This design comes from an exercise in tuning for small area, a short achievable clock period and few clock cycles per item on the open sky130 flow, not from production work. In this exercise RTL edits were held to simulation tests only and were not proved equivalent to the original. Power figures rest on the tool's default switching activity, not on a simulated workload.

==> flow/design.v <==
module lvl_select (
    input             clk,
    input             rst,
    output            ready,
    input             rpt_valid,
    input      [21:0] rpt_vcode,
    input             rpt_ins,
    input      [9:0]  rpt_idx,
    input      [15:0] cfg_hold,
    input             start,
    input             start_dir,
    input      [10:0] start_nreq,
    input      [10:0] start_h,
    input      [15:0] start_frac,
    input             start_fmt1,
    output reg        done,
    output reg [31:0] t_out,
    output reg        trim_v,
    output reg [9:0]  trim_out,
    output reg [15:0] frac_out,
    output     [10:0] n_out,
    output     [5:0]  k_out,
    output reg        surplus,
    output reg        short_flag
);
    localparam [21:0] KMAX = 22'h3F_FFFE;
    function [1:0] cmp22;
        input [21:0] a;
        input [21:0] b;
        integer i;
        reg l, e;
        begin
            l = 1'b0;
            e = 1'b1;
            for (i = 21; i >= 0; i = i - 1) begin
                l = l | (e & ~a[i] & b[i]);
                e = e & ~(a[i] ^ b[i]);
            end
            cmp22 = {l, e};
        end
    endfunction
    function lt10;
        input [9:0] a;
        input [9:0] b;
        integer i;
        reg l, e;
        begin
            l = 1'b0;
            e = 1'b1;
            for (i = 9; i >= 0; i = i - 1) begin
                l = l | (e & ~a[i] & b[i]);
                e = e & ~(a[i] ^ b[i]);
            end
            lt10 = l;
        end
    endfunction
    reg        rdy;
    assign ready = rdy;
    wire acc_rep = rpt_valid & rdy;
    wire acc_st  = start & rdy;
    reg [4:0]  wcnt;                   
    reg        p0_rv;
    reg [3:0]  p0_w;
    reg [21:0] p0_v;
    reg        p0_ins;
    reg        p0_hnz;
    reg [9:0]  p0_idx;
    always @(posedge clk) begin
        p0_v   <= rpt_vcode;
        p0_ins <= rpt_ins;
        p0_idx <= rpt_idx;
        p0_hnz <= |cfg_hold;
        p0_w   <= wcnt[3:0];
        p0_rv  <= acc_rep;
    end
    reg        p1_rv;
    reg [3:0]  p1_w;
    reg [21:0] p1_v;
    reg        p1_ins;
    reg [9:0]  p1_idx;
    always @(posedge clk) begin
        p1_rv  <= p0_rv;
        p1_w   <= p0_w;
        p1_ins <= p0_ins & p0_hnz;
        p1_v   <= (p0_ins & p0_hnz) ? p0_v
                                    : {p0_v[21:1], p0_v[0] & ~(&p0_v[21:1])};
        p1_idx <= p0_idx;
    end
    reg [33*16-1:0] sd;
    genvar g;
    generate
        for (g = 0; g < 16; g = g + 1) begin : slot
            always @(posedge clk)
                if (p1_rv && p1_w == g)
                    sd[33*g +: 33] <= {p1_v, p1_ins, p1_idx};
        end
    endgenerate
    reg        pv;
    reg        p_dir;
    reg [10:0] p_nreq;
    reg [10:0] p_h;
    reg [15:0] p_frac;
    reg        p_fmt1;
    reg [15:0] p_hold;
    reg [4:0]  p_k;
    reg        e_dir;
    reg [10:0] e_nreq;
    reg [10:0] e_h;
    reg [15:0] e_frac;
    reg        e_fmt1;
    reg [15:0] e_hold;
    reg [4:0]  e_k;
    reg        hv;                     
    reg        hfirst;                 
    reg [15:0] hsel;                   
    reg [3:0]  hrem;                   
    reg [3:0]  hp;                     
    wire       k1_wait  = p0_rv && (wcnt == 5'd1);
    wire       eng_cont = hv && (hrem != 4'd0);
    wire       eng_take = !eng_cont && (pv || (acc_st && !k1_wait));
    wire       e_from_p = pv;
    wire       p_load   = acc_st && (pv || eng_cont || k1_wait);
    wire [4:0] k_new    = pv ? p_k : wcnt;
    wire p_free = !pv || !eng_cont;
    always @(posedge clk) begin
        if (p_free) begin
            p_dir  <= start_dir;
            p_nreq <= start_nreq;
            p_h    <= start_h;
            p_frac <= start_frac;
            p_fmt1 <= start_fmt1;
            p_hold <= cfg_hold;
            p_k    <= wcnt;
        end
        if (!eng_cont) begin
            e_dir  <= e_from_p ? p_dir  : start_dir;
            e_nreq <= e_from_p ? p_nreq : start_nreq;
            e_h    <= e_from_p ? p_h    : start_h;
            e_frac <= e_from_p ? p_frac : start_frac;
            e_fmt1 <= e_from_p ? p_fmt1 : start_fmt1;
            e_hold <= e_from_p ? p_hold : cfg_hold;
            e_k    <= e_from_p ? p_k    : wcnt;
        end
    end
    wire       pblk_n = pv && hv && (hrem > 4'd1);
    wire       hv_n0  = eng_cont | pv;
    wire [3:0] hp_n0  = eng_cont ? hp + 4'd1 : 4'd0;
    wire [4:0] k_n0   = eng_cont ? e_k : p_k;
    wire [4:0] w_rep  = wcnt + 5'd1;
    wire [4:0] hp_n1  = {1'b0, hp_n0} + 5'd1;
    wire r_none = !pblk_n && !(hv_n0 && (wcnt  < k_n0) && (wcnt  > hp_n1));
    wire r_rep  = !pblk_n && !(hv_n0 && (w_rep < k_n0) && (w_rep > hp_n1));
    wire r_st   = !((eng_cont && hrem > 4'd1) || (!eng_cont && pv));
    always @(posedge clk) begin
        if (rst) begin
            rdy    <= 1'b1;
            wcnt   <= 5'd0;
            pv     <= 1'b0;
            hv     <= 1'b0;
            hfirst <= 1'b0;
            hrem   <= 4'd0;
        end else begin
            rdy  <= acc_st ? r_st : (acc_rep ? r_rep : r_none);
            wcnt <= acc_st ? 5'd0 : (acc_rep ? wcnt + 5'd1 : wcnt);
            pv   <= p_load || (pv && eng_cont);
            if (eng_cont) begin
                hv     <= 1'b1;
                hfirst <= 1'b0;
                hrem   <= hrem - 4'd1;
            end else if (eng_take) begin
                hv     <= 1'b1;
                hfirst <= 1'b1;
                hrem   <= (k_new < 5'd5) ? 4'd4 : (k_new[3:0] - 4'd1);
            end else begin
                hv     <= 1'b0;
                hfirst <= 1'b0;
            end
        end
    end
    always @(posedge clk) begin
        if (eng_cont) begin
            hsel <= {hsel[14:0], 1'b0};
            hp   <= hp + 4'd1;
        end else begin
            hsel <= 16'd1;
            hp   <= 4'd0;
        end
    end
    reg [32:0] hraw;
    integer j;
    always @(*) begin
        hraw = 33'd0;
        for (j = 0; j < 16; j = j + 1)
            hraw = hraw | ({33{hsel[j]}} & sd[33*j +: 33]);
    end
    reg        h2v, h2first, h2last;
    reg [3:0]  h2p;
    reg [4:0]  h2k;
    reg        h_dir;
    reg [15:0] h_hold;
    reg [21:0] hv_v;
    reg        hv_ins;
    reg [9:0]  hv_idx;
    always @(posedge clk) begin
        h2v     <= hv & !rst;
        h2first <= hfirst;
        h2last  <= (hrem == 4'd0);
        h2p     <= hp;
        h2k     <= e_k;
        h_dir   <= e_dir;
        h_hold  <= e_hold;
        {hv_v, hv_ins, hv_idx} <= hraw;
    end
    wire [23:0] h_xa  = {2'b00, hv_v} + {8'd0, h_hold};
    wire [23:0] h_xs  = {2'b00, hv_v} - {8'd0, h_hold};
    wire        h_sub = (h_dir != hv_ins);
    wire [23:0] h_x   = h_sub ? h_xs : h_xa;
    wire [21:0] h_hp1 = {6'd0, h_hold} + 22'd1;            
    wire [21:0] h_mmh = KMAX - {6'd0, h_hold};              
    wire [1:0]  c_hp1 = cmp22(hv_v, h_hp1);
    wire [1:0]  c_mmh = cmp22(hv_v, h_mmh);
    wire        h_z   = c_hp1[1];                           
    wire        h_c   = ~c_mmh[1];                          
    wire        h_vz  = (hv_v == 22'd0);
    wire        h_vm  = (hv_v == KMAX);
    wire [21:0] h_a = !hv_ins ? hv_v :
                      (!h_dir ? (h_z ? 22'd0 : h_xs[21:0])
                              : (h_c ? KMAX  : h_xa[21:0]));
    wire        h_mz = !h_dir && (hv_ins ? h_z : h_vz);
    wire        h_mm =  h_dir && (hv_ins ? h_c : h_vm);
    wire [21:0] h_t  = h_mz ? h_hp1 : h_mm ? h_mmh :
                       hv_ins ? hv_v : h_x[21:0];
    wire        h_tneg = !h_mz && !h_mm && !hv_ins && h_dir && h_xs[23];
    wire        h_tbig = !h_mz && !h_mm && !hv_ins && !h_dir && h_xa[22];
    reg         d1_sur;
    reg  [10:0] d1_n0;
    wire [10:0] nreq_c = (e_nreq > 11'd1024) ? 11'd1024 : e_nreq;
    always @(posedge clk)
        if (hv && hfirst) begin
            d1_sur <= (nreq_c < e_h);
            d1_n0  <= nreq_c - e_h;
        end
    reg         d2_short;
    reg  [4:0]  d2_n;
    wire        d1_short = (d1_n0 > {6'd0, e_k}) & ~d1_sur;
    always @(posedge clk)
        if (h2v && h2first) begin
            d2_short <= d1_short;
            d2_n     <= d1_sur ? 5'd0 : (d1_short ? e_k : d1_n0[4:0]);
        end
    reg        cv, cfirst, clast;
    reg [3:0]  cp;
    reg [4:0]  ck;
    reg [21:0] ca;
    reg [21:0] ct;
    reg        ctneg, ctbig, cmz, cmm;
    reg [9:0]  ci;
    always @(posedge clk) begin
        ca     <= h_a;
        ct     <= h_t;
        ctneg  <= h_tneg;
        ctbig  <= h_tbig;
        cmz    <= h_mz;
        cmm    <= h_mm;
        ci     <= hv_idx;
        cp     <= h2p;
        ck     <= h2k;
        cfirst <= h2first;
        clast  <= h2last;
        cv     <= h2v & !rst;
    end
    wire [15:0] cm;
    generate
        for (g = 0; g < 16; g = g + 1) begin : msk
            assign cm[g] = cv && (g > cp) && (g < ck);
        end
    endgenerate
    wire creal = ({1'b0, cp} < ck);
    reg        d_sur, d_sho, d_tv;
    reg [4:0]  d_n, d_rt, d_rtr;
    wire       d2_fnz   = (e_frac != 16'd0);
    wire       d2_twant = e_dir ? (d2_n != 5'd0) : (d2_n < e_k);
    wire       d2_trw   = (d2_n < e_k);
    wire       d2_tv    = d2_trw & d2_fnz & ~e_fmt1;
    wire [4:0] d2_kn    = e_k - d2_n;
    always @(posedge clk)
        if (cv && cfirst) begin
            d_sur <= d1_sur;
            d_n   <= d2_n;
            d_tv  <= d2_tv;
            d_sho <= d2_short | (d2_fnz & ~d2_tv);
            d_rt  <= ~d2_twant ? 5'h1F : (e_dir ? d2_kn : d2_n);
            d_rtr <= ~d2_tv ? 5'h1F : (e_dir ? d2_kn - 5'd1 : d2_n);
        end
    reg  [63:0] acc;                    
    wire [15:0] lt;
    generate
        for (g = 0; g < 16; g = g + 1) begin : cmpu
            wire [21:0] sv   = sd[33*g + 11 +: 22];
            wire        sins = sd[33*g + 10];
            wire [9:0]  sidx = sd[33*g +: 10];
            wire [21:0] thr  = sins ? ct : ca;
            wire [1:0]  hc   = cmp22(sv, thr);
            wire        hlt  = hc[1];
            wire        heq  = hc[0];
            wire        llt  = lt10(sidx, ci);
            wire        ltn  = hlt | (heq & llt);
            wire        lti  = ctneg ? 1'b0 : ctbig ? 1'b1 :
                               cmz ? (hlt & llt) : cmm ? (hlt | llt) : ltn;
            wire        ltk  = sins ? lti : ltn;
            assign lt[g] = cm[g] & ltk;
            always @(posedge clk)
                if (cv && cfirst)
                    acc[4*g +: 4] <= {3'd0, cm[g] & ~ltk};
                else if (cm[g] && !ltk)
                    acc[4*g +: 4] <= acc[4*g +: 4] + 4'd1;
        end
    endgenerate
    reg [3:0] c_acc;
    always @(*) begin
        c_acc = 4'd0;
        for (j = 0; j < 16; j = j + 1)
            c_acc = c_acc | ({4{cp == j && !cfirst}} & acc[4*j +: 4]);
    end
    reg        rv, rfirst, rlast, rreal;
    reg [15:0] rlt;
    reg [3:0]  racc;
    reg [31:0] rkey;
    always @(posedge clk) begin
        rlt    <= lt;
        racc   <= c_acc;
        rkey   <= {ca, ci};
        rfirst <= cfirst;
        rlast  <= clast;
        rreal  <= creal;
        rv     <= cv & !rst;
    end
    function [1:0] fa;
        input a, b, c;
        fa = {(a & b) | (a & c) | (b & c), a ^ b ^ c};
    endfunction
    wire [2:0] q [0:3];
    generate
        for (g = 0; g < 4; g = g + 1) begin : pq
            wire [1:0] f = fa(rlt[4*g], rlt[4*g+1], rlt[4*g+2]);
            wire       s0 = f[0] ^ rlt[4*g+3];
            wire       c0 = f[0] & rlt[4*g+3];
            assign q[g] = {f[1] & c0, f[1] ^ c0, s0};
        end
    endgenerate
    wire [1:0] b0a = fa(q[0][0], q[1][0], q[2][0]);
    wire       w0  = b0a[0] ^ q[3][0];             
    wire       k0  = b0a[0] & q[3][0];              
    wire [1:0] b1a = fa(q[0][1], q[1][1], q[2][1]);
    wire [1:0] b1b = fa(b1a[0], q[3][1], b0a[1]);   
    wire [1:0] b2a = fa(q[0][2], q[1][2], q[2][2]);
    wire [1:0] b2b = fa(b2a[0], q[3][2], b1a[1]);   
    wire       x1  = b1b[0] ^ k0;
    wire       y1  = b1b[0] & k0;
    wire [1:0] x2  = fa(b1b[1], b2b[0], y1);
    wire       x3  = b2a[1] ^ b2b[1] ^ x2[1];
    wire       x4  = (b2a[1] & b2b[1]) | (x2[1] & (b2a[1] | b2b[1]));
    wire [4:0] pc  = {x4, x3, x2[0], x1, w0};
    wire [4:0] dif_t = d_rt  - {1'b0, racc};
    wire [4:0] dif_r = d_rtr - {1'b0, racc};
    wire       hit_t = rreal && (pc == dif_t);
    wire       hit_r = rreal && (pc == dif_r);
    reg        r2v, r2first, r2last, r2ht, r2hr;
    reg [31:0] r2key;
    always @(posedge clk) begin
        r2v     <= rv & !rst;
        r2first <= rfirst;
        r2last  <= rlast;
        r2ht    <= hit_t;
        r2hr    <= hit_r;
        r2key   <= rkey;
    end
    reg [4:0] n_o;
    reg [4:0] k_o;
    assign n_out = {6'd0, n_o};
    assign k_out = {1'b0, k_o};
    always @(posedge clk) begin
        done <= r2v & r2last & !rst;
        if (r2v) begin
            if (r2first || r2ht)
                t_out <= r2ht ? r2key : 32'hFFFF_FFFF;
            if (r2first || r2hr)
                trim_out <= r2hr ? r2key[9:0] : 10'd0;
            if (r2first) begin
                n_o        <= d_n;
                k_o        <= e_k;
                surplus    <= d_sur;
                short_flag <= d_sho;
                trim_v     <= d_tv;
                frac_out   <= d_tv ? e_frac : 16'd0;
            end
        end
    end
endmodule
==> flow/run.sh <==
#!/bin/bash
# synth_recipe.tcl (not shown) runs the flow's synth.tcl, then flattens the netlist and writes it again
# the make line also repeats each setting of config.mk as NAME=value (left out here)
make -C /OpenROAD-flow-scripts/flow DESIGN_CONFIG=/design/flow/config.mk WORK_HOME=/design/flow/orfs CLKGATE_MAP_FILE= SYNTH_SCRIPT=/design/flow/synth_recipe.tcl finish
==> flow/config.mk <==
export PLATFORM = sky130hd
export DESIGN_NAME = lvl_select
export DESIGN_NICKNAME = lvl_select
export VERILOG_FILES = /design/flow/design.v
export SDC_FILE = /design/flow/constraint.sdc
export NUM_CORES = 4
export LEC_CHECK = 0
export CAP_MARGIN = 20
export CORE_MARGIN = 2
export CORE_UTILIZATION = 30
export SLEW_MARGIN = 20
==> flow/constraint.sdc <==
create_clock -name core_clock -period 18.0 [get_ports {clk}]
set_input_delay 3.6000 -clock core_clock [delete_from_list [all_inputs] [get_ports {clk}]]
set_output_delay 3.6000 -clock core_clock [all_outputs]
set_load 0.01 [all_outputs]
==> metrics.md, run 1 <==
| Metric | Value |
|---|---|
| Status | complete, no violations |
| Largest net degree at the start of global routing | 76 |
| Post-CTS Setup Inserts | 0 |
| HP Start | e_hold[14] |
| Skew final | 0.05879 ns |
| Synth Flop Type | edfxtp_1 |
| Critical path class | flop to output pin |
| Data arrival, critical path | 1.90 ns |
| Flop-to-flop setup slack | 12.89 ns |
| Via-to-Cell Ratio | 5.628 |
| Core ar. | 195400 µm² |
| Register share of total power | 39.0% |
| Clk sink count | 1153 |
| Slew Viols, Final | 0 |
| R2R Path End | ct[4] |
| Fraction of registers with async set/reset | 0% |
| Adder-Cell Fraction of Synth Area | 5.701% |
| Unrepaired setup endpoints after global routing | false |
| Area share of and/or/nand/nor cells after synthesis | 10.69% |
| Hold WC Path Type | flop to flop |
| Avg WL per Cell | 26.57 µm |
| Max incr delay on CP | 0.64 ns |
| CTS tree | done |
| Total GRT Usage | 21.02% |
| Leak pwr | 24.60 nW |
| Max FO, Critical Path | 6 |
| Relative slew slack | 20.84% |
| Startpoint types | flop |
| Clock power share | 33.6% |
| Yosys cell types | 99 |
| Highest metal used | met5 |
| Final min period | 5.495 ns |
| Fmax | 182.0 MHz |
| Slowest CP cell | clkdlybuf4s50_1 |
| Dpl hpwl | 146.9 mm |
| Met3 WL | 22.87 mm |
| IO Port Bufs | 165 |
| CP endpoint kind | output pin |
| Layout cell share with drive strength beyond 1 | 9.865% |
| Post-synth EDFFs | 773 |
| Pwr per Cell Area | 124.2 nW/µm² |
| Int Pwr | 0.005554 W |
| Min-Delay Path Depth | 0 |
| Max_cap viols | 0 |
| Post-synthesis xor/xnor area fraction | 5.852% |
| CP Data Required Time | 14.40 ns |
| Routability Congestion | 0.9644 |
| Hold Path End | h_hold[14] |
| DRC | 0 |
| Rows | 162 |
| Root Buffer Master | clkbuf_16 |
| DR vias | 45604 |
| Finished Cell Area | 68570 µm² |
| Worst slew pin tran | 1.176 ns |
| ANT nets after route | 0 |
| # hold bufs at CTS | 0 |
| Layout area overhead | 15.95% |
| Ys Warns | 1 |
| Grt ovf | 0 |
| Sw power | 0.002960 W |
| Setup violations, final | 0 |
| H-Tree Level Count | 4 |
| Largest family of logic cells by synthesized area | compound AO/OA/AOI/OAI gates |
| CTS Buf Count | 136 |
| Peak VDD IR | 0.06664 mV |
| Initial Util | 30.27% |
| Die Area | 200700 µm² |
| Mux cell area share after synthesis | 7.747% |
| Fin Setup TNS | 0 ns |
| Cell Chain, Critical Path | clkdlybuf4s50_1 |
| Global-route wire length before repair | 309.6 mm |
| Mapped cell area | 59140 µm² |
| Worst path bufs/invs | 1 |
| Clock Tree Buf Depth | 3 |
| Comb pwr share | 27.3% |
| Multi-input gate area in the final layout | 26380 µm² |
| Vias in the first global route | 44442 |
| Yosys reg bits | 1153 |
| WL met2 | 90.77 mm |
| Syn avg cell area | 11.32 µm² |
| Antenna violations before repair | 18 |
| Fill cells | 19204 |
| Delay-heaviest family, CP | buffers and inverters |
| 1st-pass router iterations | 7 |
| Reg-to-reg startpoint | h_hold[2] |
| Switching fraction of total power | 34.77% |
| Compound-cell area share of the yosys netlist | 14.34% |
| Nets@finish | 5622 |
| Die width | 448.0 µm |
| Routed WL | 215.3 mm |
| Worst Reg-to-Reg Cells | 14 |
| CP Launch Point | rdy |
| Period utilization | 30.53% |
| Post-CTS Resized | 0 |
| Hold Violations, Final | 0 |
| I/O pins | 173 |
| Chip height | 448.0 µm |
| Post-Syn Instances | 5226 |
| Number of DRC markers in iteration 0 | 6074 |
| FF+latch area | 30850 µm² |
| Worst skew pair latency | 0.84 ns |
| Post-synthesis sequential area ratio | 52.11% |
| Area after DPL | 63890 µm² |
| Met1 WL | 88.57 mm |
| Worst hold slack | 0.3053 ns |
| Worst-path clk slew | 0.06 ns |
==> routing by layer <==
layer	up-vias	track usage, %
li1	19922	-
met1	22396	28.26
met2	2690	31.07
met5	-	0
met4	18	11.37
met3	578	5.059
==> Yosys cell counts (all sizes together) (36+ instances only) <==
master	number	area (µm²)
a211oi	36	275.3
a21o	57	427.9
a21oi	202	1015
a221oi	152	1344
a22o	140	1226
a31oi	49	306.5
and2	70	440.4
buf	73	409.1
clkbuf	210	789.5
dfxtp	380	7607
edfxtp	773	23210
ha	151	1889
inv	235	884.6
maj3	114	1142
mux2	106	1194
mux2i	334	3343
nand2	307	1152
nand2b	96	600.6
nand3	91	468.0
nand4	84	531.8
nor2	260	975.9
nor2b	68	425.4
nor3	71	355.3
nor4	56	356.6
o21ai	185	937.2
o22ai	74	462.9
o31ai	36	270.3
xnor2	266	2330
xor2	124	1086
==> cell families (layout without fill, tap and decap cells) <==
group                      count (synthesis)  in the layout
and+or+nand+nor                         1246           1246
buffers and inverters                    523            765
muxes                                    442            442
AOI/OAI and AO/OA                       1187           1187
xor gates and xnor gates                 392            392
adders and majority gates                282            282
DFF                                     1153           1153
other                                      1             12
==> power groups by stage <==
stage | clock, W | combinational [W] | sequential, W
2_1_floorplan | 0 | 0.00160 | 0.00321
3_3_place_gp | 0 | 0.00221 | 0.00337
3_5_place_dp | 0 | 0.00225 | 0.00337
4_1_cts | 0.00291 | 0.00227 | 0.00332
5_1_grt | 0.00302 | 0.00249 | 0.00334
6_report | 0.00286 | 0.00233 | 0.00332
==> final cells by class <==
type	count	share of cell area [%]
Antenna cell	5	0.01825
Clock buffer	181	5.549
Clock inverter	70	1.266
Inverter	240	1.319
Multi-Input combinational cell	3556	38.47
Sequential cell	1153	44.98
Tap cell	2624	4.788
Timing Repair Buffer	274	3.607
==> sequential cells by signal, summed over array words and instances (netlist names), 22 cells and up <==
signal / count
sd: 528
acc: 61
r2key: 32
rkey: 32
t_out: 32
ca: 22
ct: 22
hv_v: 22
p0_v: 22
p1_v: 22
==> placed cells by master, fill, tap and decap left out, drive strengths merged, types with 152 or more instances in the layout <==
master	synthesis	layout
mux2i	334	334
clkbuf	210	181
clkdlybuf4s50	0	165
a221oi	152	152
o21ai	185	185
a21oi	202	202
nand2	307	307
edfxtp	773	773
inv	235	245
xnor2	266	266
nor2	260	260
dfxtp	380	380
==> per-stage QoR <==
stage	util [%]	total power [W]	setup WS (ns)	std cells
after floorplan	-	0.004811	13.09	5232
final	35.09	0.008514	12.50	8103
after CTS	35.09	0.008500	12.46	8098
after global placement	32.68	0.005579	12.59	7846
after detailed placement	32.69	0.005628	12.46	7847
after global routing	35.09	0.008852	12.43	8100
==> worst max path at each step <==
stage / end / slack (ns) / cells after the start
2_1_floorplan: rdy / 13.09 / 18
3_3_place_gp: rdy / 12.59 / 7
3_5_place_dp: rdy / 12.46 / 7
4_1_cts: ready / 12.46 / 1
5_1_grt: ready / 12.43 / 1
6_report: ready / 12.50 / 1
Testbench counts, summed over its fixed seeds: cycles 17,464, decisions 1,200.
==> inputs of run 2 (changes only) <==
--- a/flow/design.v
+++ b/flow/design.v
@@ -54,8 +54,8 @@
             lt10 = l;
         end
     endfunction
-    reg        rdy;
-    assign ready = rdy;
+    reg        rdy, rdy_o;
+    assign ready = rdy_o;
     wire acc_rep = rpt_valid & rdy;
     wire acc_st  = start & rdy;
     reg [4:0]  wcnt;                   
@@ -104,10 +104,6 @@
     reg [15:0] p_hold;
     reg [4:0]  p_k;
     reg        e_dir;
-    reg [10:0] e_nreq;
-    reg [10:0] e_h;
-    reg [15:0] e_frac;
-    reg        e_fmt1;
     reg [15:0] e_hold;
     reg [4:0]  e_k;
     reg        hv;                     
@@ -115,6 +111,7 @@
     reg [15:0] hsel;                   
     reg [3:0]  hrem;                   
     reg [3:0]  hp;                     
+    reg        hfromp;                 
     wire       k1_wait  = p0_rv && (wcnt == 5'd1);
     wire       eng_cont = hv && (hrem != 4'd0);
     wire       eng_take = !eng_cont && (pv || (acc_st && !k1_wait));
@@ -134,10 +131,6 @@
         end
         if (!eng_cont) begin
             e_dir  <= e_from_p ? p_dir  : start_dir;
-            e_nreq <= e_from_p ? p_nreq : start_nreq;
-            e_h    <= e_from_p ? p_h    : start_h;
-            e_frac <= e_from_p ? p_frac : start_frac;
-            e_fmt1 <= e_from_p ? p_fmt1 : start_fmt1;
             e_hold <= e_from_p ? p_hold : cfg_hold;
             e_k    <= e_from_p ? p_k    : wcnt;
         end
@@ -154,13 +147,15 @@
     always @(posedge clk) begin
         if (rst) begin
             rdy    <= 1'b1;
+            rdy_o  <= 1'b1;
             wcnt   <= 5'd0;
             pv     <= 1'b0;
             hv     <= 1'b0;
             hfirst <= 1'b0;
             hrem   <= 4'd0;
         end else begin
-            rdy  <= acc_st ? r_st : (acc_rep ? r_rep : r_none);
+            rdy   <= acc_st ? r_st : (acc_rep ? r_rep : r_none);
+            rdy_o <= acc_st ? r_st : (acc_rep ? r_rep : r_none);
             wcnt <= acc_st ? 5'd0 : (acc_rep ? wcnt + 5'd1 : wcnt);
             pv   <= p_load || (pv && eng_cont);
             if (eng_cont) begin
@@ -185,6 +180,8 @@
             hsel <= 16'd1;
             hp   <= 4'd0;
         end
+        if (!eng_cont)
+            hfromp <= pv;
     end
     reg [32:0] hraw;
     integer j;
@@ -234,11 +231,16 @@
     wire        h_tbig = !h_mz && !h_mm && !hv_ins && !h_dir && h_xa[22];
     reg         d1_sur;
     reg  [10:0] d1_n0;
-    wire [10:0] nreq_c = (e_nreq > 11'd1024) ? 11'd1024 : e_nreq;
+    reg         d1_fz, d1_fqz;
+    reg  [15:0] d1_frac;
+    wire [10:0] nreq_c = (p_nreq > 11'd1024) ? 11'd1024 : p_nreq;
     always @(posedge clk)
-        if (hv && hfirst) begin
-            d1_sur <= (nreq_c < e_h);
-            d1_n0  <= nreq_c - e_h;
+        if ((!eng_cont && pv) || (hv && hfirst && !hfromp)) begin
+            d1_sur  <= (nreq_c < p_h);
+            d1_n0   <= nreq_c - p_h;
+            d1_fz   <= (p_frac != 16'd0);
+            d1_fqz  <= (p_frac != 16'd0) && !p_fmt1;
+            d1_frac <= p_fmt1 ? 16'd0 : p_frac;
         end
     reg         d2_short;
     reg  [4:0]  d2_n;
@@ -278,10 +280,10 @@
     wire creal = ({1'b0, cp} < ck);
     reg        d_sur, d_sho, d_tv;
     reg [4:0]  d_n, d_rt, d_rtr;
-    wire       d2_fnz   = (e_frac != 16'd0);
+    wire       d2_fnz   = d1_fz;
     wire       d2_twant = e_dir ? (d2_n != 5'd0) : (d2_n < e_k);
     wire       d2_trw   = (d2_n < e_k);
-    wire       d2_tv    = d2_trw & d2_fnz & ~e_fmt1;
+    wire       d2_tv    = d2_trw & d1_fqz;
     wire [4:0] d2_kn    = e_k - d2_n;
     always @(posedge clk)
         if (cv && cfirst) begin
@@ -392,7 +394,7 @@
                 surplus    <= d_sur;
                 short_flag <= d_sho;
                 trim_v     <= d_tv;
-                frac_out   <= d_tv ? e_frac : 16'd0;
+                frac_out   <= d_tv ? d1_frac : 16'd0;
             end
         end
     end
==> metrics.md, run 2 <==
| Metric | Value |
|---|---|
| Status | complete, no violations (unchanged) |
| Delay-heaviest family, CP | buffers and inverters (unchanged) |
| Hold Violations, Final | 0 (unchanged) |
| Post-CTS Setup Inserts | 0 (unchanged) |
| Relative slew slack | 23.01% (was 20.84%) |
| Nets@finish | 5672 (was 5622) |
| Yosys cell types | 103 (was 99) |
| Post-synthesis sequential area ratio | 51.43% (was 52.11%) |
| Layout cell share with drive strength beyond 1 | 8.511% (was 9.865%) |
| Post-CTS Resized | 0 (unchanged) |
| Total GRT Usage | 21.19% (was 21.02%) |
| Most frequent cells in the layout | edfxtp_1, dfxtp_1, mux2i_1, nor2_1, nand2_1 (was edfxtp_1, dfxtp_1, mux2i_1, nand2_1, xnor2_1) |
| Regs by FF count | sd (528), acc (61) (unchanged) |
| Max_cap viols | 0 (unchanged) |
| Grt ovf | 0 (unchanged) |
| Most common cell after layout, fill and taps aside | edfxtp_1 (unchanged) |
| Post-Syn Instances | 5302 (was 5226) |
| CP endpoint kind | output pin (unchanged) |
| Count leader, synth | edfxtp_1 (unchanged) |
| Slowest CP cell | clkdlybuf4s50_1 (unchanged) |
| CTS Buf Count | 132 (was 136) |
| Final Util | 34.79% (was 35.09%) |
| Dpl hpwl | 148.7 mm (was 146.9 mm) |
| Period utilization | 30.38% (was 30.53%) |
| Skew final | 0.04466 ns (was 0.05879 ns) |
| Vias in the first global route | 44585 (was 44442) |
| Inst Count DP | 7901 (was 7847) |
| I/O pins | 173 (unchanged) |
| Yosys reg bits | 1133 (was 1153) |
| Core ar. | 194800 µm² (was 195400 µm²) |
| DRC | 0 (unchanged) |
| Worst skew pair latency | 0.82 ns (was 0.84 ns) |
| Mapped cell area | 58760 µm² (was 59140 µm²) |
| H-Tree Level Count | 4 (unchanged) |
| Chip height | 446.6 µm (was 448.0 µm) |
| Die width | 446.6 µm (was 448.0 µm) |
| Setup WS post-layout | 12.53 ns (was 12.50 ns) |
| Leak pwr | 24.14 nW (was 24.60 nW) |
| Synth top area share | 38.48% (was 39.25%) |
| Post-synth EDFFs | 753 (was 773) |
| Worst path bufs/invs | 1 (unchanged) |
| Die Area | 199400 µm² (was 200700 µm²) |
| # hold bufs at CTS | 0 (unchanged) |
| Max incr delay on CP | 0.62 ns (was 0.64 ns) |
| Critical path class | flop to output pin (unchanged) |
| Routed WL | 216.7 mm (was 215.3 mm) |
| Largest register FFs | 528 (unchanged) |
| Largest net degree at the start of global routing | 68 (was 76) |
| Area contributors post-synth | edfxtp_1, dfxtp_1, mux2i_1 (unchanged) |
| Number of DRC markers in iteration 0 | 5487 (was 6074) |
| Rows | 162 (unchanged) |
| Worst slew pin tran | 1.140 ns (was 1.176 ns) |
| IO Port Bufs | 165 (unchanged) |
| Syn avg cell area | 11.08 µm² (was 11.32 µm²) |
| Synth Flop Type | edfxtp_1 (unchanged) |
| Layout area overhead | 15.34% (was 15.95%) |
| Clock Tree Buf Depth | 3 (unchanged) |
| Final Non-Filler Cells | 8148 (was 8103) |
| CP Data Required Time | 14.40 ns (about the same) |
| Ys Warns | 1 (unchanged) |
| Global-route wire length before repair | 310.2 mm (was 309.6 mm) |
| Fmax | 182.9 MHz (was 182.0 MHz) |
| Startpoint types | flop (unchanged) |
| Peak VDD IR | 0.1036 mV (was 0.06664 mV) |
| Clk sink count | 1133 (was 1153) |
| DR vias | 45813 (was 45604) |
| 1st-pass router iterations | 6 (was 7) |
| Synth area leader | edfxtp_1 (unchanged) |
| Fraction of registers with async set/reset | 0% (unchanged) |
| Hold WC Path Type | flop to flop (unchanged) |
| Avg WL per Cell | 26.60 µm (was 26.57 µm) |
| Fin Setup TNS | 0 ns (unchanged) |
| ANT nets after route | 0 (unchanged) |
| Setup violations, final | 0 (unchanged) |
| Final min period | 5.468 ns (was 5.495 ns) |
| Pwr per Cell Area | 120.8 nW/µm² (was 124.2 nW/µm²) |
| Cell Chain, Critical Path | clkdlybuf4s50_1 (unchanged) |
| Data arrival, critical path | 1.87 ns (was 1.90 ns) |
| Worst-path clk slew | 0.06 ns (about the same) |
| Initial Util | 30.16% (was 30.27%) |
| Slew Viols, Final | 0 (unchanged) |
| Routability Congestion | 0.9741 (was 0.9644) |
| Via-to-Cell Ratio | 5.623 (was 5.628) |
| Biggest register | sd (unchanged) |
| DP Worst Slack | 12.62 ns (was 12.46 ns) |
| Max FO, Critical Path | 5 (was 6) |
| Root Buffer Master | clkbuf_16 (unchanged) |
| Unrepaired setup endpoints after global routing | false (unchanged) |
| Post-synth top cells | edfxtp_1, dfxtp_1, mux2i_1, nor2_1, nand2_1 (was edfxtp_1, dfxtp_1, mux2i_1, nand2_1, xnor2_1) |
| Antenna violations before repair | 8 (was 18) |
| CTS tree | done (unchanged) |
## run 2: changes by cell type after synthesis, sizes merged, moves of 11 or more
cell,delta
nor2,+68
mux2,-42
nand2,-30
maj3,-28
a21o,-27
a21oi,+26
o211ai,+22
edfxtp,-20
o21a,+19
clkbuf,+16
nand3,+16
nor3b,+11
## run 2: cells by family (layout without fill, tap and decap cells)
family	after synthesis	after routing	share of synthesized area, %
AOI/OAI and AO/OA	1246	1246	15.14
xor gates and xnor gates	392	392	5.879
adders and majority gates	254	254	5.260
buffers and inverters	545	759	3.656
DFF	1133	1133	51.43
muxes	407	407	7.140
other	1	9	0.006382
and+or+nand+nor	1324	1324	11.49
## run 2: per-layer routing
| layer | part of all wire, % | up-vias | GRT usage (%) |
|---|---|---|---|
| met5 | 0.051 | - | 0 |
| met1 | 41 | 22365 | 27.62 |
| met4 | 7.1 | 16 | 13.40 |
| met3 | 10 | 663 | 5.239 |
| li1 | - | 20150 | - |
| met2 | 42 | 2619 | 31.29 |
## run 2: path summary, 6_finish.rpt
path,start,to,slack (ns),cells past startpoint
setup / recovery,rdy,ready,12.53,1
hold / removal,h2k[0],ck[0],0.32,0
setup reg to reg,sd[241],acc[29],12.85,13
hold reg to reg,h2k[0],ck[0],0.32,0
## run 2: stage by stage
stage | total power, W | area (µm²) | hold slack [ns]
global placement | 0.005424 | 63430 | 0.3104
global route | 0.008518 | 67770 | 0.3251
floorplan | 0.004706 | 58780 | 0.3096
detailed placement | 0.005476 | 63440 | 0.3121
CTS | 0.008174 | 67750 | 0.3173
finish | 0.008190 | 67770 | 0.3214
## run 2: final cells by class
class	count	area [µm²]
tap	2624	3283
fill	19188	127000
timing repair buffer	270	2440
inverter	244	915.9
clock inverter	63	649.4
antenna	2	5.005
clock buffer	182	3665
sequential	1133	30240
multi-input combinational	3630	26570
## run 2: report_power, final
group          internal (W)  switching [W]
Clock               0.00153        0.00116
Sequential          0.00297       0.000278
Combinational      0.000849        0.00141
Total               0.00535        0.00284
Testbench counts of run 2, summed over its fixed seeds: cycles 17,464, decisions 1,200.
==> inputs of run 3 (changes only) <==
==> flow/flow/run.sh (new file) <==
#!/bin/bash
set -euo pipefail
bash standard.sh "BUFFER_PORTS_ARGS=-buffer_cell sky130_fd_sc_hd__buf_4" finish > run_make.log 2>&1
==> flow/standard.sh (new file) <==
#!/bin/bash
# synth_recipe.tcl (not shown) runs the flow's synth.tcl, then flattens the netlist and writes it again
# the make line also repeats each setting of config.mk as NAME=value (left out here)
make -C /OpenROAD-flow-scripts/flow DESIGN_CONFIG=/design/flow/config.mk WORK_HOME=/design/flow/orfs CLKGATE_MAP_FILE= SYNTH_SCRIPT=/design/flow/synth_recipe.tcl "${@:-finish}"
--- a/flow/config.mk
+++ b/flow/config.mk
@@ -7,5 +7,5 @@
 export LEC_CHECK = 0
 export CAP_MARGIN = 20
 export CORE_MARGIN = 2
-export CORE_UTILIZATION = 30
+export CORE_UTILIZATION = 75
 export SLEW_MARGIN = 20
removed: flow/run.sh
==> metrics.md, run 3 <==
| Metric | Value |
|---|---|
| Pwr per Cell Area | 125.7 nW/µm² (was 120.8 nW/µm²) |
| Max_cap viols | 0 (unchanged) |
| Met1 Resource Use GR | 61.87% (was 27.62%) |
| Final min period | 5.155 ns (was 5.468 ns) |
| Layout area overhead | 10.81% (was 15.34%) |
| Max FO, Critical Path | 14 (was 5) |
| Largest register FFs | 528 (unchanged) |
| Reg-to-reg startpoint | sd[43] (was sd[241]) |
| Global Route met2 Usage | 71.48% (was 31.29%) |
| R2R Path End | acc[4] (was acc[29]) |
| Setup WS post-layout | 12.84 ns (was 12.53 ns) |
| H-Tree Level Count | 3 (was 4) |
| Vias in the first global route | 47318 (was 44585) |
| Hold WC Path Type | flop to flop (unchanged) |
| Biggest register | sd (unchanged) |
| Post-synth top cells | edfxtp_1, dfxtp_1, mux2i_1, nor2_1, nand2_1 (unchanged) |
| Worst Reg-to-Reg Cells | 11 (was 13) |
| Post-CTS Setup Inserts | 0 (unchanged) |
| Fmax | 194.0 MHz (was 182.9 MHz) |
| Skew final | 0.03460 ns (was 0.04466 ns) |
| Die width | 283.9 µm (was 446.6 µm) |
| Total GRT Usage | 49.86% (was 21.19%) |
| Worst skew pair latency | 0.72 ns (was 0.82 ns) |
| Fraction of registers with async set/reset | 0% (unchanged) |
| Min-Delay Path Depth | 0 (unchanged) |
| Status | complete, no violations (unchanged) |
| Rows | 102 (was 162) |
| Mux cell area share after synthesis | 7.140% (unchanged) |
| Hold Violations, Final | 0 (unchanged) |
| Startpoint types | flop (unchanged) |
| Mapped cell area | 58760 µm² (unchanged) |
| Initial Util | 75.85% (was 30.16%) |
| Flop-to-flop setup slack | 12.84 ns (was 12.85 ns) |
| I/O pins | 173 (unchanged) |
| Root Buffer Master | clkbuf_16 (unchanged) |
| Gr busiest metal | met2 (unchanged) |
| Clk sink count | 1133 (unchanged) |
| Adder-Cell Fraction of Synth Area | 5.260% (unchanged) |
| Post-Syn Instances | 5302 (unchanged) |
| Grt ovf | 0 (unchanged) |
| Post-synth EDFFs | 753 (unchanged) |
| Largest net degree at the start of global routing | 68 (unchanged) |
| Regs by FF count | sd (528), acc (61) (unchanged) |
| Yosys reg bits | 1133 (unchanged) |
| Count leader, synth | edfxtp_1 (unchanged) |
| Post-CTS Resized | 0 (unchanged) |
| ANT nets after route | 0 (unchanged) |
| Critical path class | flop to flop (was flop to output pin) |
| # hold bufs at CTS | 0 (unchanged) |
| DP Worst Slack | 12.80 ns (was 12.62 ns) |
| Avg WL per Cell | 31.36 µm (was 26.60 µm) |
| Leak pwr | 24.14 nW (about the same) |
| Nets@finish | 5645 (was 5672) |
| Dpl hpwl | 134.8 mm (was 148.7 mm) |
| Layout cell share with drive strength beyond 1 | 11.18% (was 8.511%) |
| Clock Tree Buf Depth | 3 (unchanged) |
| CTS Buf Count | 110 (was 132) |
| IO Port Bufs | 165 (unchanged) |
| Unrepaired setup endpoints after global routing | false (unchanged) |
| Synth area leader | edfxtp_1 (unchanged) |
| Area contributors post-synth | edfxtp_1, dfxtp_1, mux2i_1 (unchanged) |
| Routed WL | 204.8 mm (was 216.7 mm) |
| Most common cell after layout, fill and taps aside | edfxtp_1 (unchanged) |
| Synth top area share | 38.48% (unchanged) |
| CTS tree | done (unchanged) |
| Largest family of logic cells by synthesized area | compound AO/OA/AOI/OAI gates (unchanged) |
| Die Area | 80600 µm² (was 199400 µm²) |
| Period utilization | 28.64% (was 30.38%) |
| CP Data Required Time | 18.46 ns (was 14.40 ns) |
| Worst hold slack | 0.3246 ns (was 0.3214 ns) |
| Fin Setup TNS | 0 ns (unchanged) |
| Most frequent cells in the layout | edfxtp_1, dfxtp_1, mux2i_1, nor2_1, nand2_1 (unchanged) |
| Routability Congestion | 1.103 (was 0.9741) |
| Global-route wire length before repair | 299.9 mm (was 310.2 mm) |
| Hold Path End | r2key[20] (was ck[0]) |
| Post-synthesis xor/xnor area fraction | 5.879% (unchanged) |
| Setup violations, final | 0 (unchanged) |
| DR vias | 48958 (was 45813) |
| Area share of and/or/nand/nor cells after synthesis | 11.49% (unchanged) |
| Ys Warns | 1 (unchanged) |
| Worst-path clk slew | 0.07 ns (was 0.06 ns) |
| Data arrival, critical path | 5.61 ns (was 1.87 ns) |
| Core ar. | 77470 µm² (was 194800 µm²) |
| Slew Viols, Final | 0 (unchanged) |
| Relative slew slack | 12.16% (was 23.01%) |
| Total power | 0.008187 W (was 0.008190 W) |
| Post-synthesis sequential area ratio | 51.43% (unchanged) |
| Peak VDD IR | 0.1046 mV (was 0.1036 mV) |
| Number of DRC markers in iteration 0 | 8956 (was 5487) |
| Syn avg cell area | 11.08 µm² (unchanged) |
| Via-to-Cell Ratio | 7.496 (was 5.623) |
| Antenna violations before repair | 17 (was 8) |
| Compound-cell area share of the yosys netlist | 15.14% (unchanged) |
| CP endpoint kind | flop (was output pin) |
| Worst slew pin tran | 1.301 ns (was 1.140 ns) |
| 1st-pass router iterations | 10 (was 6) |
| Chip height | 283.9 µm (was 446.6 µm) |
| Grt met3 use | 19.77% (was 5.239%) |
| HP Start | rkey[20] (was h2k[0]) |
| Yosys cell types | 103 (unchanged) |
| Synth Flop Type | edfxtp_1 (unchanged) |
| DRC | 0 (unchanged) |
run 3: cell counts after synthesis:
Identical to the previous run, type by type.
run 3: logic make-up (layout without fill, tap and decap cells):
kind of cell / after synthesis / after routing
simple gates: 1324 / 1324
xor+xnor: 392 / 392
mux: 407 / 407
flops: 1133 / 1133
other cells: 1 / 16
compound gates: 1246 / 1246
fa+ha+maj: 254 / 254
buf+inv: 545 / 719
run 3: layout make-up:
cell class                 count  area [µm²]
timing repair buffer         265        1989
clock buffer                 141        3176
sequential                  1133       30230
inverter                     244       915.9
tap                         1040        1301
multi-input combinational   3630       26540
antenna                        9       22.52
fill                        4156       12360
clock inverter                69       939.7
run 3: report_power, final:
| group | total [W] | switching [W] | internal (W) | leakage, nW |
|---|---|---|---|---|
| combinational | 0.00228 | 0.00144 | 0.000840 | 12.1 |
| sequential | 0.00331 | 0.000342 | 0.00297 | 10.0 |
| clock | 0.00260 | 0.00109 | 0.00151 | 2.01 |
run 3: how the worst max path moves through the flow:
stage                     startpoint       end  slack [ns]  depth (start not counted)
final                         sd[43]    acc[4]       12.84                         11
after global routing          sd[43]    acc[7]       12.98                         11
after CTS                     n_o[1]  n_out[1]       13.08                          1
after detailed placement   rpt_valid       rdy       12.80                          7
after global placement     rpt_valid       rdy       13.00                          7
after floorplan            rpt_valid       rdy       13.25                          6
run 3: metrics by stage:
step           utilization [%]  cells  instance area [µm²]
5_1_grt                  84.02   6523                65090
4_1_cts                  84.01   6522                65080
3_5_place_dp             78.69   6312                60960
3_3_place_gp             78.68   6311                60950
6_report                 84.05   6531                65110
2_1_floorplan                -   5308                58780
run 3: critical path, cell delays in order, from the launching register on:
cell	delay (ns)
edfxtp_1	0.83
buf_4	0.36
mux2_2	0.37
ha_1	0.28
and4_1	0.37
nand4_1	0.46
nor3_1	0.94
o211ai_1	0.39
a21oi_1	0.52
nor2_1	0.15
nand2_1	0.14
nand2_1	0.09
run 3: layer usage:
layer | vias up | wire [µm]
met5 | - | 325
met4 | 16 | 18210
met3 | 1352 | 35300
met2 | 4672 | 84210
met1 | 22820 | 66780
li1 | 20098 | -
==> inputs of run 4 (changes only) <==
--- a/flow/config.mk
+++ b/flow/config.mk
@@ -8,4 +8,6 @@
 export CAP_MARGIN = 20
 export CORE_MARGIN = 2
 export CORE_UTILIZATION = 75
+export CTS_CLUSTER_DIAMETER = 60
+export CTS_CLUSTER_SIZE = 30
 export SLEW_MARGIN = 20
==> metrics.md, run 4 <==
| Metric | Value |
|---|---|
| Status | complete, no violations (unchanged) |
| Root Buffer Master | clkbuf_16 (unchanged) |
| Fraction of registers with async set/reset | 0% (unchanged) |
| IO Port Bufs | 165 (unchanged) |
| Regs by FF count | sd (528), acc (61) (unchanged) |
| Nets@finish | 5609 (was 5645) |
| Skew final | 0.03754 ns (was 0.03460 ns) |
| Total power | 0.007519 W (was 0.008187 W) |
| Area contributors post-synth | edfxtp_1, dfxtp_1, mux2i_1 (unchanged) |
| CTS tree | done (unchanged) |
| DR vias | 48466 (was 48958) |
| Ys Warns | 1 (unchanged) |
| Die width | 283.9 µm (unchanged) |
| Cell Chain, Critical Path | mux2i_1 -> xnor2_1 -> nor4_1 -> nand4_1 -> nor3_1 -> a21oi_1 -> nor3_1 -> a2111oi_0 -> o21ai_1 -> o21ai_0 -> a21oi_1 (was buf_4 -> mux2_2 -> ha_1 -> and4_1 -> nand4_1 -> nor3_1 -> o211ai_1 -> a21oi_1 -> nor2_1 -> nand2_1 -> nand2_1) |
| Post-synthesis sequential area ratio | 51.43% (unchanged) |
| Routed WL | 199.9 mm (was 204.8 mm) |
| Startpoint types | flop (unchanged) |
| Hold Violations, Final | 0 (unchanged) |
| Dpl hpwl | 134.8 mm (unchanged) |
| Routability Congestion | 1.103 (unchanged) |
| ANT nets after route | 0 (unchanged) |
| Core ar. | 77470 µm² (unchanged) |
| Clock Tree Buf Depth | 3 (unchanged) |
| 1st-pass router iterations | 9 (was 10) |
| Relative slew slack | 6.820% (was 12.16%) |
| Global-route wire length before repair | 292.6 mm (was 299.9 mm) |
| Number of DRC markers in iteration 0 | 8744 (was 8956) |
| I/O pins | 173 (unchanged) |
| Syn avg cell area | 11.08 µm² (unchanged) |
| Final min period | 5.107 ns (was 5.155 ns) |
| Die Area | 80600 µm² (unchanged) |
| Synth Flop Type | edfxtp_1 (unchanged) |
| Total GRT Usage | 48.58% (was 49.86%) |
| Post-CTS Setup Inserts | 0 (unchanged) |
| Rows | 102 (unchanged) |
| Data arrival, critical path | 5.71 ns (was 5.61 ns) |
| Mapped cell area | 58760 µm² (unchanged) |
| Post-synth EDFFs | 753 (unchanged) |
| Grt ovf | 0 (unchanged) |
| Largest net degree at the start of global routing | 68 (unchanged) |
| Biggest register | sd (unchanged) |
| Synth area leader | edfxtp_1 (unchanged) |
| Synth top area share | 38.48% (unchanged) |
| Post-Syn Instances | 5302 (unchanged) |
| FF+latch area | 30220 µm² (was 30230 µm²) |
| Post-synth top cells | edfxtp_1, dfxtp_1, mux2i_1, nor2_1, nand2_1 (unchanged) |
| CTS Buf Count | 74 (was 110) |
| Max FO, Critical Path | 18 (was 14) |
| Period utilization | 28.37% (was 28.64%) |
| Yosys reg bits | 1133 (unchanged) |
| Hold WC Path Type | flop to flop (unchanged) |
| Max incr delay on CP | 0.95 ns (was 0.94 ns) |
| Fill cells | 4406 (was 4156) |
| Vias in the first global route | 46211 (was 47318) |
| # hold bufs at CTS | 0 (unchanged) |
| Met1 Resource Use GR | 61.16% (was 61.87%) |
| H-Tree Level Count | 3 (unchanged) |
| Layout cell share with drive strength beyond 1 | 10.15% (was 11.18%) |
| Count leader, synth | edfxtp_1 (unchanged) |
| Via-to-Cell Ratio | 7.505 (was 7.496) |
| Worst skew pair latency | 0.68 ns (was 0.72 ns) |
| Clk sink count | 1133 (unchanged) |
| Max_cap viols | 0 (unchanged) |
| Avg WL per Cell | 30.96 µm (was 31.36 µm) |
| Setup violations, final | 0 (unchanged) |
| Chip height | 283.9 µm (unchanged) |
| Yosys cell types | 103 (unchanged) |
| Worst-path clk slew | 0.10 ns (was 0.07 ns) |
| Pwr per Cell Area | 117.9 nW/µm² (was 125.7 nW/µm²) |
| CP endpoint kind | flop (unchanged) |
| Most frequent cells in the layout | edfxtp_1, dfxtp_1, mux2i_1, nor2_1, nand2_1 (unchanged) |
| Grt met3 use | 18.11% (was 19.77%) |
| Unrepaired setup endpoints after global routing | false (unchanged) |
| Global Route met2 Usage | 70.34% (was 71.48%) |
| Layout area overhead | 8.539% (was 10.81%) |
| Slowest CP cell | dfxtp_1 (was nor3_1) |
| Leak pwr | 23.46 nW (was 24.14 nW) |
| Fin Setup TNS | 0 ns (unchanged) |
| Most common cell after layout, fill and taps aside | edfxtp_1 (unchanged) |
| Initial Util | 75.85% (unchanged) |
| Multi-input gate area in the final layout | 26530 µm² (was 26540 µm²) |
| Post-CTS Resized | 0 (unchanged) |
| Antenna violations before repair | 9 (was 17) |
| Fmax | 195.8 MHz (was 194.0 MHz) |
| Critical path class | flop to flop (unchanged) |
| DRC | 0 (unchanged) |
| CP Data Required Time | 18.60 ns (was 18.46 ns) |
| Gr busiest metal | met2 (unchanged) |
| Peak VDD IR | 0.1318 mV (was 0.1046 mV) |
| Slew Viols, Final | 0 (unchanged) |
| Largest register FFs | 528 (unchanged) |
| Worst slew pin tran | 1.387 ns (was 1.301 ns) |
-- run 4: layout make-up --
class	instances	share of cell area [%]
Antenna cell	8	0.03139
Clock buffer	79	2.949
Clock inverter	59	1.430
Inverter	244	1.436
Multi-Input combinational cell	3630	41.60
Sequential cell	1133	47.39
Tap cell	1040	2.040
Timing Repair Buffer	265	3.119
-- run 4: path summary, 6_finish.rpt --
kind                            start  endpoint  slack [ns]  cells after the start
worst max-delay path            ca[9]   acc[43]       12.89                     11
worst max register to register  ca[9]   acc[43]       12.89                     11
worst min-delay path            rlast    r2last        0.33                      0
worst min register to register  rlast    r2last        0.33                      0
-- run 4: through the flow --
| step | hold slack, ns | util (%) | cell area (µm²) | worst slack, ns | instances |
|---|---|---|---|---|---|
| finish | 0.3289 | 82.33 | 63770 | 12.89 | 6458 |
| CTS | 0.3259 | 82.30 | 63750 | 13.10 | 6450 |
| floorplan | 0.3096 | - | 58780 | 13.25 | 5308 |
| detailed placement | 0.3121 | 78.69 | 60960 | 12.80 | 6312 |
| global placement | 0.3097 | 78.68 | 60950 | 13.00 | 6311 |
| global route | 0.3328 | 82.30 | 63750 | 12.99 | 6450 |
-- run 4: cell families (layout without fill, tap and decap cells) --
kind of cell	Yosys count	after routing	share of synthesized area (%)
simple gates	1324	1324	11.49
compound gates	1246	1246	15.14
flops	1133	1133	51.43
buf+inv	545	647	3.656
mux	407	407	7.140
xor+xnor	392	392	5.879
fa+ha+maj	254	254	5.260
other cells	1	15	0.006382
-- run 4: layer usage --
metal	wire, µm	vias up
li1	-	19985
met1	66330	22676
met2	83050	4576
met3	33030	1225
met4	17430	4
met5	60	-
-- run 4: power breakdown --
part	total, W	leakage [nW]	switching [W]	internal [W]
Clock	0.00196	1.34	0.00109	0.000876
Sequential	0.00330	10.0	0.000335	0.00296
Combinational	0.00226	12.1	0.00142	0.000840
Total	0.00752	23.5	0.00284	0.00468
-- run 4: worst max-delay path, delay by kind of cell, from the launching register on --
family / cells / cell delay, ns
multiplexers: 1 / 0.29
flip-flops: 1 / 0.95
XOR/XNOR: 1 / 0.20
AO/OA/AOI/OAI: 5 / 1.26
AND/OR/NAND/NOR: 4 / 2.31
==> inputs of run 5 (changes only) <==
--- a/flow/design.v
+++ b/flow/design.v
@@ -108,7 +108,6 @@
     reg [4:0]  e_k;
     reg        hv;                     
     reg        hfirst;                 
-    reg [15:0] hsel;                   
     reg [3:0]  hrem;                   
     reg [3:0]  hp;                     
     reg        hfromp;                 
@@ -174,10 +173,8 @@
     end
     always @(posedge clk) begin
         if (eng_cont) begin
-            hsel <= {hsel[14:0], 1'b0};
             hp   <= hp + 4'd1;
         end else begin
-            hsel <= 16'd1;
             hp   <= 4'd0;
         end
         if (!eng_cont)
@@ -188,7 +185,7 @@
     always @(*) begin
         hraw = 33'd0;
         for (j = 0; j < 16; j = j + 1)
-            hraw = hraw | ({33{hsel[j]}} & sd[33*j +: 33]);
+            hraw = hraw | ({33{hp == j}} & sd[33*j +: 33]);
     end
     reg        h2v, h2first, h2last;
     reg [3:0]  h2p;
@@ -278,8 +275,8 @@
         end
     endgenerate
     wire creal = ({1'b0, cp} < ck);
-    reg        d_sur, d_sho, d_tv;
-    reg [4:0]  d_n, d_rt, d_rtr;
+    reg        d_sho, d_tv;
+    reg [4:0]  d_rt, d_rtr;
     wire       d2_fnz   = d1_fz;
     wire       d2_twant = e_dir ? (d2_n != 5'd0) : (d2_n < e_k);
     wire       d2_trw   = (d2_n < e_k);
@@ -287,8 +284,6 @@
     wire [4:0] d2_kn    = e_k - d2_n;
     always @(posedge clk)
         if (cv && cfirst) begin
-            d_sur <= d1_sur;
-            d_n   <= d2_n;
             d_tv  <= d2_tv;
             d_sho <= d2_short | (d2_fnz & ~d2_tv);
             d_rt  <= ~d2_twant ? 5'h1F : (e_dir ? d2_kn : d2_n);
@@ -389,9 +384,9 @@
             if (r2first || r2hr)
                 trim_out <= r2hr ? r2key[9:0] : 10'd0;
             if (r2first) begin
-                n_o        <= d_n;
+                n_o        <= d2_n;
                 k_o        <= e_k;
-                surplus    <= d_sur;
+                surplus    <= d1_sur;
                 short_flag <= d_sho;
                 trim_v     <= d_tv;
                 frac_out   <= d_tv ? d1_frac : 16'd0;
==> flow/flow/run.sh (replaced) <==
#!/bin/bash
set -euo pipefail
bash standard.sh "BUFFER_PORTS_ARGS=-buffer_cell sky130_fd_sc_hd__buf_4" \
    "SETUP_SLACK_MARGIN=13" finish > run_make.log 2>&1
==> metrics.md, run 5 <==
| Metric | Value |
|---|---|
| Dpl hpwl | 136.7 mm (was 134.8 mm) |
| Total GRT Usage | 49.78% (was 48.58%) |
| DP Worst Slack | 12.98 ns (was 12.80 ns) |
| Biggest register | sd (unchanged) |
| Setup WS post-layout | 12.94 ns (was 12.89 ns) |
| Worst Reg-to-Reg Cells | 11 (unchanged) |
| Synth top area share | 38.09% (was 38.48%) |
| Final min period | 5.055 ns (was 5.107 ns) |
| Total power | 0.007807 W (was 0.007519 W) |
| Fraction of registers with async set/reset | 0% (unchanged) |
| Nets@finish | 5701 (was 5609) |
| ANT nets after route | 0 (unchanged) |
| Worst-path clk slew | 0.10 ns (about the same) |
| Worst skew pair latency | 0.70 ns (was 0.68 ns) |
| Unrepaired setup endpoints after global routing | false (unchanged) |
| Post-Syn Instances | 5403 (was 5302) |
| Period utilization | 28.09% (was 28.37%) |
| Global-route wire length before repair | 298.2 mm (was 292.6 mm) |
| Ys Warns | 1 (unchanged) |
| Clk sink count | 1111 (was 1133) |
| Core ar. | 77590 µm² (was 77470 µm²) |
| Initial Util | 75.89% (was 75.85%) |
| R2R Path End | acc[45] (was acc[43]) |
| Synth area leader | edfxtp_1 (unchanged) |
| Post-CTS Resized | 0 (unchanged) |
| Inst Count DP | 6401 (was 6312) |
| Hold WC Path Type | flop to flop (unchanged) |
| Number of DRC markers in iteration 0 | 8949 (was 8744) |
| Post-synth EDFFs | 747 (was 753) |
| Final Util | 82.31% (was 82.33%) |
| H-Tree Level Count | 3 (unchanged) |
| Pwr per Cell Area | 122.2 nW/µm² (was 117.9 nW/µm²) |
| DRC | 0 (unchanged) |
| Via-to-Cell Ratio | 7.535 (was 7.505) |
| CP Data Required Time | 18.55 ns (was 18.60 ns) |
| Avg WL per Cell | 31.52 µm (was 30.96 µm) |
| CP Launch Point | ct[9] (was ca[9]) |
| Syn avg cell area | 10.90 µm² (was 11.08 µm²) |
| Data arrival, critical path | 5.60 ns (was 5.71 ns) |
| DR vias | 49324 (was 48466) |
| Fin Setup TNS | 0 ns (unchanged) |
| Area contributors post-synth | edfxtp_1, dfxtp_1, mux2i_1 (unchanged) |
| Hold Violations, Final | 0 (unchanged) |
| Layout area overhead | 8.454% (was 8.539%) |
| Worst slew pin tran | 1.298 ns (was 1.387 ns) |
| Skew final | 0.04198 ns (was 0.03754 ns) |
| Yosys cell types | 96 (was 103) |
| Fmax | 197.8 MHz (was 195.8 MHz) |
| # hold bufs at CTS | 0 (unchanged) |
| Routed WL | 206.3 mm (was 199.9 mm) |
| Most frequent cells in the layout | edfxtp_1, dfxtp_1, mux2i_1, nor2_1, xnor2_1 (was edfxtp_1, dfxtp_1, mux2i_1, nor2_1, nand2_1) |
| Post-CTS Setup Inserts | 0 (unchanged) |
| Status | complete, no violations (unchanged) |
| Antenna violations before repair | 14 (was 9) |
| Flop-to-flop setup slack | 12.94 ns (was 12.89 ns) |
| Vias in the first global route | 47208 (was 46211) |
| Final Non-Filler Cells | 6546 (was 6458) |
| Peak VDD IR | 0.1174 mV (was 0.1318 mV) |
| Largest net degree at the start of global routing | 80 (was 68) |
| I/O pins | 173 (unchanged) |
| Reg-to-reg startpoint | ct[9] (was ca[9]) |
| Die Area | 80770 µm² (was 80600 µm²) |
| Startpoint types | flop (unchanged) |
| CP endpoint | acc[45] (was acc[43]) |
| Layout cell share with drive strength beyond 1 | 10.15% (about the same) |
| Slew Viols, Final | 0 (unchanged) |
| Root Buffer Master | clkbuf_16 (unchanged) |
| Leak pwr | 23.30 nW (was 23.46 nW) |
| Setup violations, final | 0 (unchanged) |
| Routability Congestion | 1.105 (was 1.103) |
| Rows | 102 (unchanged) |
| CP endpoint kind | flop (unchanged) |
| Fill cells | 4382 (was 4406) |
| Clock Tree Buf Depth | 3 (unchanged) |
| Max_cap viols | 0 (unchanged) |
| IO Port Bufs | 165 (unchanged) |
| Chip height | 284.2 µm (was 283.9 µm) |
| CTS Buf Count | 73 (was 74) |
| Max FO, Critical Path | 18 (unchanged) |
| Regs by FF count | sd (528), acc (61) (unchanged) |
| Relative slew slack | 12.65% (was 6.820%) |
| Critical path class | flop to flop (unchanged) |
| Mapped cell area | 58890 µm² (was 58760 µm²) |
| Post-synthesis sequential area ratio | 50.47% (was 51.43%) |
| Count leader, synth | edfxtp_1 (unchanged) |
| Synth Flop Type | edfxtp_1 (unchanged) |
| Post-synth top cells | edfxtp_1, dfxtp_1, nor2_1, mux2i_1, xnor2_1 (was edfxtp_1, dfxtp_1, mux2i_1, nor2_1, nand2_1) |
| Yosys reg bits | 1111 (was 1133) |
| Most common cell after layout, fill and taps aside | edfxtp_1 (unchanged) |
| Largest register FFs | 528 (unchanged) |
| Grt ovf | 0 (unchanged) |
| Die width | 284.2 µm (was 283.9 µm) |
| 1st-pass router iterations | 10 (was 9) |
| CTS tree | done (unchanged) |
run 5: cell count changes in the layout (fill, tap and decap cells not counted), sizes merged, moves of 15 or more:
cell,change
dfxtp,-16
o21a,-15
o221ai,+17
xnor2,+47
a211oi,+37
xor2,-44
and3,+15
run 5: logic make-up after synthesis:
group | after synthesis | share of synthesized area (%)
mux | 404 | 7.050
flops | 1111 | 50.47
xor+xnor | 394 | 5.860
buf+inv | 543 | 3.655
compound gates | 1252 | 15.06
other cells | 1 | 0.006368
simple gates | 1440 | 12.57
fa+ha+maj | 258 | 5.331
run 5: final cells by class:
type	instances	area, µm²	share of cell area (%)
Inverter	242	908.4	1.422
Multi-Input combinational cell	3755	27200	42.58
Antenna cell	8	20.02	0.03135
Timing Repair Buffer	254	1904	2.982
Tap cell	1040	1301	2.038
Clock buffer	80	1918	3.003
Clock inverter	56	893.4	1.399
Sequential cell	1111	29720	46.54
run 5: metrics by stage:
step	hold slack [ns]	instance area, µm²
4_1_cts	0.3296	63820
2_1_floorplan	0.3096	58910
5_1_grt	0.3326	63850
3_3_place_gp	0.3095	61000
6_report	0.3294	63870
3_5_place_dp	0.3121	61010
run 5: worst min-delay path by stage:
stage | startpoint | end | slack (ns) | cells past startpoint
final | h2k[0] | ck[0] | 0.33 | 0
after global routing | h2k[0] | ck[0] | 0.33 | 0
after CTS | rlast | r2last | 0.33 | 0
after detailed placement | hv_idx[2] | ci[2] | 0.31 | 0
after global placement | rfirst | r2first | 0.31 | 0
after floorplan | hv_idx[0] | ci[0] | 0.31 | 0
run 5: critical path, cell delays in order, from the launching register on:
cell and delay (ns):
dfxtp_1 0.94, mux2i_1 0.28, xnor2_1 0.20, nor4_1 1.07, nand4_1 0.46, nor2_1 0.21, nand4_1 0.22, a2111oi_0 0.46
o31ai_1 0.17, or4b_1 0.49, mux2i_1 0.31, nor2_1 0.07
run 5: where the power goes:
group	internal (W)	leakage [nW]	switching (W)
sequential	0.00293	9.85	0.000426
combinational	0.000932	12.1	0.00155
clock	0.000909	1.35	0.00106
run 5: metal layers:
| layer | GRT usage, % | vias up | part of all wire (%) |
|---|---|---|---|
| met5 | 0.1190 | - | 0.051 |
| met4 | 33.79 | 16 | 9.0 |
| met3 | 21.61 | 1332 | 17 |
| met2 | 71.17 | 4593 | 41 |
| met1 | 61.04 | 22990 | 32 |
| li1 | - | 20393 | - |
Testbench counts of run 5, summed over its fixed seeds: cycles 17,464, decisions 1,200.

-- static timing again, ports no longer ideal --
How much do the figures lean on ideal ports? The routed layouts below were timed once more, with nothing changed but the port constraints.
Step 1: set_driving_cell puts a clkbuf_16 on clk and a buf_2 on each other input, an assumption about the parent block.
Step 2 also shifts input and output timing later by t, the mid clock arrival at the registers, as if the neighbouring blocks saw the same clock.
Three values: no drivers, after step 1, after step 2; two values: the first two.
run	shift t [ns]	slack for setup (ns)	worst hold slack (ns)	worst register clock-pin slew, ns	cell pins on the clock port's net
run 1	0.905	12.505 / 12.412 / 12.432	0.305 / 0.305 / 0.305	0.07 / 0.07	1
run 2	0.882	12.532 / 12.450 / 12.591	0.321 / 0.321 / 0.321	0.07 / 0.07	1
run 3	0.777	12.845 / 12.845 / 12.503	0.325 / 0.325 / 0.325	0.07 / 0.07	1
run 4	0.746	12.893 / 12.893 / 12.661	0.329 / 0.329 / 0.329	0.11 / 0.11	1
run 5	0.758	12.945 / 12.945 / 12.945	0.329 / 0.329 / 0.329	0.11 / 0.11	1
After both steps setup and hold are still met in every run listed. The setup slack of run 3, which loses most, moves by 0.000 ns with the drivers and by -0.342 ns with both steps.
